What follows belongs to an exercise in optimizing a design on an open flow for small area, a short achievable clock period and few clock cycles; a production flow would make more cautious choices. In this exercise RTL edits were held to simulation tests only and were not proved equivalent to the original. Power figures rest on the tool's default switching activity, not on a simulated workload.

// pvc_encoder
module pvc_encoder (
    input  wire        clk,
    input  wire        rst,
    input  wire        in_valid,
    output reg         in_ready,
    input  wire [19:0] in_x,
    input  wire [19:0] in_last,
    input  wire [19:0] in_desc,
    input  wire        in_force,
    input  wire        in_eob,
    output reg         r_valid,
    output reg  [19:0] r_value,
    output reg         w_valid,
    input  wire        w_ready,
    output wire [19:0] w_data,
    output reg         w_last,
    output reg  [13:0] w_bits
);
export LEC_CHECK = 0
export ABC_AREA = 1
export CAP_MARGIN = 20
export CORE_MARGIN = 2
export CORE_UTILIZATION = 55
export PLACE_DENSITY = 0.7
export SLEW_MARGIN = 20
create_clock -name core_clock -period 18.0 [get_ports {clk}]
standard.sh (not shown) runs the stock make flow with config.mk's settings and CLKGATE_MAP_FILE= SYNTH_SCRIPT=/design/flow/synth_recipe.tcl, a recipe that flattens the netlist after the stock synthesis.
==> flow/flow/run.sh <==
#!/bin/bash
# ORFS layout through the standard.sh, in three parts:
#  1. the standard synthesis (flow/synth_knobs.txt: settings for its mapping);
#  2. the combinational logic of that netlist mapped again by ABC with a
#     delay-aware script (flow/remap.abc); every register instance, its name
#     and its cell type are kept as they are;
#  3. floorplan to final layout, with setup repair aiming below the clock
#     period (flow/knobs.txt). The SDC is unchanged.
set -euo pipefail
cd "$(dirname "$0")/.."
mapfile -t SKNOBS < flow/synth_knobs.txt
mapfile -t KNOBS < flow/knobs.txt
R=orfs/results/sky130hd/pvc_encoder/base
LIB="$FLOW_HOME/platforms/sky130hd/lib/sky130_fd_sc_hd__tt_025C_1v80.lib"
YOSYS="$FLOW_HOME/../tools/install/yosys/bin/yosys"

bash standard.sh "${SKNOBS[@]}" synth > synth.log 2>&1

cp "$R/1_2_yosys.v" standard_netlist.v
sed -e "s#@LIB@#$LIB#g" -e "s#@ABC@#$PWD/flow/remap.abc#g" \
    -e "s#@IN@#$PWD/standard_netlist.v#g" -e "s#@OUT@#$PWD/remapped_netlist.v#g" \
    flow/remap.ys.in > remap.ys
"$YOSYS" -s remap.ys > remap.log 2>&1
cp remapped_netlist.v "$R/1_2_yosys.v"
rm -f "$R/1_synth.odb" "$R/1_synth.sdc"
bash standard.sh "${SKNOBS[@]}" synth > synth_odb.log 2>&1

bash standard.sh "${KNOBS[@]}" finish > layout.log 2>&1
==> flow/flow/knobs.txt <==
SETUP_SLACK_MARGIN=13.2
BUFFER_PORTS_ARGS=-buffer_cell sky130_fd_sc_hd__buf_2
CTS_ARGS=-sink_clustering_enable -repair_clock_nets -sink_clustering_size 20 -sink_clustering_max_diameter 80 -buf_list sky130_fd_sc_hd__clkbuf_16 -dont_use_dummy_load
==> flow/flow/remap.abc <==
strash; dc2; dch; map -D 3000; topo; stime -c; buffer -c; upsize -c; dnsize -c
==> flow/flow/remap.ys.in <==
# Map the combinational logic of the standard netlist again; the flip-flop
# cells are kept whole (keep_hierarchy), so every register keeps its
# instance name and cell type.
read_liberty -ignore_miss_func @LIB@
read_verilog @IN@
hierarchy -top pvc_encoder
setattr -mod -set keep_hierarchy 1 sky130_fd_sc_hd__dfxtp_1 sky130_fd_sc_hd__edfxtp_1
flatten
opt_clean -purge
abc -liberty @LIB@ -dont_use *probe* -dont_use *lpflow* -D 3000 -script @ABC@
splitnets
opt_clean -purge
hilomap -singleton -hicell sky130_fd_sc_hd__conb_1 HI -locell sky130_fd_sc_hd__conb_1 LO
insbuf -buf sky130_fd_sc_hd__buf_4 A X
rename -hide w:*.*
select pvc_encoder
write_verilog -noattr -nohex -nodec -selected @OUT@
==> flow/flow/synth_knobs.txt <==
ADDER_MAP_FILE=
SYNTH_OPERATIONS_ARGS=-noshare
The baseline completed without violations.
Testbench counts at the start, summed over its fixed seeds: cycles 33,907.
Then changed:
==> flow/flow/run.sh (replaced) <==
#!/bin/bash
# ORFS layout through the standard.sh. The synthesis keeps the standard
# register inference and only maps the logic differently (settings in
# flow/synth_knobs.txt, one per line); setup repair then aims below the clock
# period (flow/knobs.txt). The SDC is unchanged.
set -euo pipefail
cd "$(dirname "$0")/.."
mapfile -t SKNOBS < flow/synth_knobs.txt
mapfile -t KNOBS < flow/knobs.txt
bash standard.sh "${SKNOBS[@]}" synth > synth.log 2>&1
bash standard.sh "${KNOBS[@]}" finish > layout.log 2>&1
==> flow/flow/knobs.txt (replaced) <==
SETUP_SLACK_MARGIN=13.2
BUFFER_PORTS_ARGS=-buffer_cell sky130_fd_sc_hd__buf_2
CTS_ARGS=-sink_clustering_enable -repair_clock_nets -sink_clustering_size 16 -sink_clustering_max_diameter 70 -buf_list sky130_fd_sc_hd__clkbuf_8 -dont_use_dummy_load
removed: flow/flow/remap.abc
removed: flow/flow/remap.ys.in
Final area is lower by 4.4%; worst setup slack gets better by 0.53 ns; final cell count went up by 9.7%.

* * *

## run 1
The RTL this note starts from:
==> flow/design.v <==
module pvc_encoder (
    input  wire        clk,
    input  wire        rst,
    input  wire        in_valid,
    output reg         in_ready,
    input  wire [19:0] in_x,
    input  wire [19:0] in_last,
    input  wire [19:0] in_desc,
    input  wire        in_force,
    input  wire        in_eob,
    output reg         r_valid,
    output reg  [19:0] r_value,
    output reg         w_valid,
    input  wire        w_ready,
    output wire [19:0] w_data,
    output reg         w_last,
    output reg  [13:0] w_bits
);
    localparam integer T = 43;           
    localparam integer N = T + 24;       
    integer i;
    reg        v0, f0, e0;
    reg [19:0] x0, l0, d0;
    reg [20:0] sx0;                       
    reg        v1, e1;
    reg [20:0] g1;                        
    reg [4:0]  s1;                        
    reg [4:0]  w1;                        
    reg [N-1:0] buffer;
    reg [6:0]   cnt;                      
    reg [2:0]   lastpos;                  
    reg         ok;                       
    reg [13:0]  bacc;                     
    reg         en0;                      
    wire en1 = !v1 || ok;                 
    wire ins = v1 && ok;
    always @(posedge clk) begin
        if (en0) begin
            x0 <= in_x;
            l0 <= in_last;
            d0 <= in_desc;
            f0 <= in_force;
            e0 <= in_eob;
            sx0 <= {in_desc[16] & in_x[19], in_x} - {in_desc[16] & in_last[19], in_last};
        end
    end
    wire [2:0]  mode  = d0[19:17];
    wire        sg    = d0[16];
    wire [3:0]  q     = d0[15:12];
    wire [11:0] dband = d0[11:0];
    wire m_ex = (mode == 3'd0);
    wire m_dl = (mode == 3'd1);
    wire m_bd = (mode == 3'd2);
    wire m_db = (mode == 3'd3);
    wire m_bb = !(m_ex | m_dl | m_bd | m_db);
    wire [11:0] qmask = ~(12'hfff << q);
    wire [11:0] half  = qmask & ~{1'b0, qmask[11:1]};
    reg [15:0] rbv, lsbv, stkv, all1v;
    always @* begin
        for (i = 0; i < 16; i = i + 1) begin
            rbv[i]   = (i >= 1 && i <= 12) ? x0[(i >= 1) ? i - 1 : 0] : 1'b0;
            lsbv[i]  = (i <= 12) ? x0[i] : 1'b0;
            stkv[i]  = (i >= 2 && i <= 12) ? |(x0[11:0] & ((12'd1 << ((i >= 1) ? i - 1 : 0)) - 12'd1)) : 1'b0;
            all1v[i] = (i <= 12) ? &(x0[18:0] | ((19'd1 << i) - 19'd1)) : 1'b0;
        end
    end
    wire [19:0] xo   = x0 | {8'd0, qmask};
    wire        rb   = rbv[q];
    wire        lsb  = lsbv[q];
    wire        stk  = stkv[q];
    wire        up   = rb & (stk | lsb);
    wire        clampblk = all1v[q] & (sg ? ~x0[19] : x0[19]);
    wire        up2  = up & ~clampblk;
    wire [19:0] inc  = xo + 20'd1;
    wire [19:0] vp   = up2 ? inc : (x0 & ~{8'd0, qmask});
    wire [11:0] xnl  = ~x0[11:0];
    wire [21:0] svu  = {sx0, 1'b1} + {9'd0, qmask & xnl, 1'b1};
    wire [21:0] svd  = {sx0, 1'b1} + {9'h1ff, xnl | ~qmask, 1'b1};
    wire [20:0] sv   = up2 ? svu[21:1] : svd[21:1];
    wire [20:0] s    = m_bb ? sv : sx0;
    wire [19:0] dlt  = sx0[19:0];
    wire        sneg   = s[20];
    wire        gt_pos = (s[11:0] > dband);
    wire        ge_neg = (~s[11:0] >= dband);
    wire        p_pos  = (|s[19:12]) | gt_pos;
    wire        p_neg  = ~(&s[19:12]) | ge_neg;
    wire        pass   = f0 | (sneg ? p_neg : p_pos);
    wire [19:0] dmag = dlt ^ {20{dlt[19]}};
    reg  [4:0]  n;
    always @* begin
        n = 5'd1;
        for (i = 0; i < 19; i = i + 1)
            if (dmag[i]) n = i[4:0] + 5'd2;
    end
    wire        dsmall = (dmag[18:14] == 5'd0);
    reg  [14:0] dmask;
    always @* begin
        dmask[0] = 1'b1;
        for (i = 1; i < 15; i = i + 1)
            dmask[i] = |(dmag[13:0] >> (i - 1));
    end
    reg [20:0] g;
    reg [4:0]  sa;
    reg [4:0]  w;
    always @* begin
        g = {1'b0, x0}; sa = 5'd12; w = 5'd20;
        if (m_dl) begin
            if (dsmall) begin
                g = {1'b0, dlt & {5'd0, dmask}, n[3:0]};
                w = n + 5'd4;
            end else begin
                sa = 5'd16;                   
                w = 5'd24;
            end
        end else if (m_bd) begin
            g = {1'b0, vp}; sa = 5'd12 - {1'b0, q}; w = 5'd20 - {1'b0, q};
        end else if (m_db) begin
            g = pass ? {x0, 1'b1} : 21'd0;
            w = pass ? 5'd21 : 5'd1;
        end else if (m_bb) begin
            g = pass ? {1'b0, vp | {8'd0, half}} : 21'd0;
            sa = 5'd13 - {1'b0, q};
            w = pass ? (5'd21 - {1'b0, q}) : 5'd1;
        end
    end
    wire [19:0] r = ((m_db | m_bb) & !pass) ? l0 : ((m_bd | m_bb) ? vp : x0);
    always @(posedge clk) begin
        r_value <= r;
        if (en1) begin
            g1 <= g;
            s1 <= sa;
            w1 <= w;
            e1 <= e0;
        end
    end
    wire [6:0]    sh    = cnt + {2'd0, s1};
    wire [20:0]   g1g   = g1 & {21{ins}};
    wire [N+32:0] big   = {{N{1'b0}}, g1g, 12'd0} << sh;
    wire [N-1:0]  insv  = big[N+23:24];
    wire          emit  = w_valid && w_ready;
    wire [N-1:0]  b1    = buffer | insv;
    wire [N-1:0]  bnext = emit ? {20'd0, b1[N-1:20]} : b1;
    wire [6:0]    csum  = cnt + {2'd0, w1};
    wire [2:0]    cw    = (csum > 7'd60) ? 3'd4 : (csum > 7'd40) ? 3'd3 :
                          (csum > 7'd20) ? 3'd2 : 3'd1;
    wire [6:0]    cround = (csum > 7'd60) ? 7'd80 : (csum > 7'd40) ? 7'd60 :
                           (csum > 7'd20) ? 7'd40 : 7'd20;
    wire          eins  = ins && e1;
    wire [6:0]    c1    = ins ? (e1 ? cround : csum) : cnt;
    wire [2:0]    lp1   = eins ? cw : lastpos;
    wire [6:0]    cnext = emit ? c1 - 7'd20 : c1;
    wire [2:0]    lpnext = (emit && lp1 != 3'd0) ? lp1 - 3'd1 : lp1;
    wire          v1next = en1 ? v0 : v1;
    wire          e1next = en1 ? e0 : e1;
    wire [6:0]    c1e   = c1 - 7'd20;
    wire [2:0]    lp1e  = (lp1 != 3'd0) ? lp1 - 3'd1 : 3'd0;
    wire          ok_n  = (c1 <= T) && !(e1next && (lp1 != 3'd0));
    wire          ok_e  = (c1e <= T) && !(e1next && (lp1e != 3'd0));
    wire          oknext = emit ? ok_e : ok_n;
    wire          v0next = in_ready ? in_valid : v0;
    assign w_data = buffer[19:0];
    wire [13:0]   bsum  = bacc + {9'd0, w1};
    always @(posedge clk) begin
        if (eins)
            w_bits <= bsum;
    end
    always @(posedge clk) begin
        if (rst) begin
            v0       <= 1'b0;
            v1       <= 1'b0;
            in_ready <= 1'b0;
            en0      <= 1'b1;
            ok       <= 1'b1;
            buffer   <= {N{1'b0}};
            cnt      <= 7'd0;
            lastpos  <= 3'd0;
            w_valid  <= 1'b0;
            w_last   <= 1'b0;
            bacc     <= 14'd0;
            r_valid  <= 1'b0;
        end else begin
            v0       <= v0next;
            v1       <= v1next;
            ok       <= oknext;
            in_ready <= !v0next || !v1next || oknext;
            en0      <= !(v0next && v1next && !oknext);
            r_valid  <= v0 && en1;
            buffer   <= bnext;
            cnt      <= cnext;
            lastpos  <= lpnext;
            w_valid  <= emit ? (c1e >= 7'd20) : (c1 >= 7'd20);
            w_last   <= emit ? (lp1e == 3'd1) : (lp1 == 3'd1);
            if (ins)
                bacc <= e1 ? 14'd0 : bsum;
        end
    end
endmodule
==> flow/config.mk <==
export PLATFORM = sky130hd
export DESIGN_NAME = pvc_encoder
export DESIGN_NICKNAME = pvc_encoder
export VERILOG_FILES = /design/flow/design.v
export SDC_FILE = /design/flow/constraint.sdc
export NUM_CORES = 4
export LEC_CHECK = 0
export ABC_AREA = 1
export CAP_MARGIN = 20
export CORE_MARGIN = 2
export CORE_UTILIZATION = 40
export SLEW_MARGIN = 20
==> flow/constraint.sdc <==
create_clock -name core_clock -period 18.0 [get_ports {clk}]
set_input_delay 3.6000 -clock core_clock [delete_from_list [all_inputs] [get_ports {clk}]]
set_output_delay 3.6000 -clock core_clock [all_outputs]
set_load 0.01 [all_outputs]
==> flow/flow/run.sh <==
#!/bin/bash
# Standard ORFS layout; setup repair aims below the clock period (the SDC is
# unchanged, only repair_timing's margin). Extra make settings, one per line,
# come from flow/knobs.txt.
set -euo pipefail
cd "$(dirname "$0")/.."
mapfile -t KNOBS < flow/knobs.txt
bash standard.sh synth > synth.log 2>&1
bash standard.sh "${KNOBS[@]}" finish > layout.log 2>&1
==> flow/flow/knobs.txt <==
SETUP_SLACK_MARGIN=12.5
BUFFER_PORTS_ARGS=-buffer_cell sky130_fd_sc_hd__buf_2
Looking at the reports, run 1 completed the entire flow and the layout it produced met the timing, design-rule and antenna checks.
Testbench counts of run 1, summed over its fixed seeds: cycles 33,907.
The following lists how run 2 was set up differently from run 1:
==> flow/flow/run.sh <==
#!/bin/bash
# Standard ORFS layout; setup repair aims below the clock period (the SDC is
# unchanged, only repair_timing's margin). Extra make settings: flow/knobs.txt.
set -euo pipefail
cd "$(dirname "$0")/.."
KNOBS=$(cat flow/knobs.txt)
bash standard.sh synth > synth.log 2>&1
bash standard.sh $KNOBS finish > layout.log 2>&1
==> flow/flow/knobs.txt <==
SETUP_SLACK_MARGIN=12.5 TNS_END_PERCENT=5
--- outcome ---
Diff run 1 -> run 2: highest clock rate neither gained nor lost much, total power draw now sits lower.
Run 2 and run 1 ended up with nearly the same shortest period the worst path allows.
Changes in run 3 relative to run 2:
==> flow/flow/run.sh <==
#!/bin/bash
# Standard ORFS layout, with setup repair aiming well below the clock period
# (the constraints are unchanged; only the repair target is tighter).
set -euo pipefail
cd "$(dirname "$0")/.."
MARGIN=$(cat flow/margin.txt)
bash standard.sh synth > synth.log 2>&1
bash standard.sh SETUP_SLACK_MARGIN=$MARGIN finish > layout.log 2>&1
==> flow/flow/margin.txt (new file) <==
13.2
removed: flow/flow/knobs.txt
Against run 2, run 3 comes in 0.016 ns higher on post-placement setup slack.
Compared with run 2, run 3 shows a proportion of cell area occupied by registers that is 1.7 points lower.
The final wirelength reported for run 3 is greater than that of run 2 by 5.7%.
Compared with run 2, run 3 shows a higher final area.
Run 3: done, clean on timing, DRC and antenna
Count of plain and timing-repair buffers in the layout (run 2 / run 3): 0.79
A timing startpoint of the critical path of in_last[0] is what run 2 shows, while in_x[0] belongs to run 3.
Edits applied to the flow inputs when going from run 3 to run 4:
==> flow/flow/margin.txt <==
12.5
Results
Run 3 → run 4: number of nets in the layout fell 76, synthesis-to-layout area growth fell 7.6 points, share of power burned in the clock network rose 1.3 points.
Summary of the comparison: final worst-path setup slack is lower in run 4, relative to run 3.
Per the comparison of run 4 with run 3, met2 wire length shrank by 4.1%, total power shrank by about 4.4%, count of clock-buffer cells in the layout grew by 6, largest clock skew in the final design grew by 0.0091 ns.
Share of total power in combinational logic, run 4 and run 3: smaller value in run 4
The core of run 4 is less densely filled than that of run 3.

-- static timing again, ports no longer ideal --
No port has a modelled driver above. Below, the same layouts with a new extraction and two added sets of constraints. Step 1 assumes that a clkbuf_16 drives the clock port and a buf_2 every other input. Step 2 moves the port delays by t, midway between the first and last clock arrival at a register: inputs arrive t later, outputs are due t later. That takes back most of the time a late clock gives input paths. a / b / c = no drivers / after step 1 / after step 2; a / b = the first two.
| run | t, ns | setup WS [ns] | pins driven straight from the clock port |
|---|---|---|---|
| the first run of note 1 | 0.543 | 12.752 / 12.752 / 12.752 | 1 |
| the second run of note 1 | 0.598 | 13.281 / 13.232 / 12.894 | 1 |
| run 1 | 0.603 | 12.387 / 12.396 / 11.793 | 1 |
| run 2 | 0.645 | 12.385 / 12.410 / 11.765 | 1 |
| run 3 | 0.651 | 12.566 / 12.574 / 11.924 | 1 |
| run 4 | 0.642 | 12.466 / 12.472 / 11.830 | 1 |
After both steps every run listed still meets setup and hold. For run 3, which loses most, drivers alone change the setup slack by +0.008 ns; drivers and shift together by -0.642 ns.
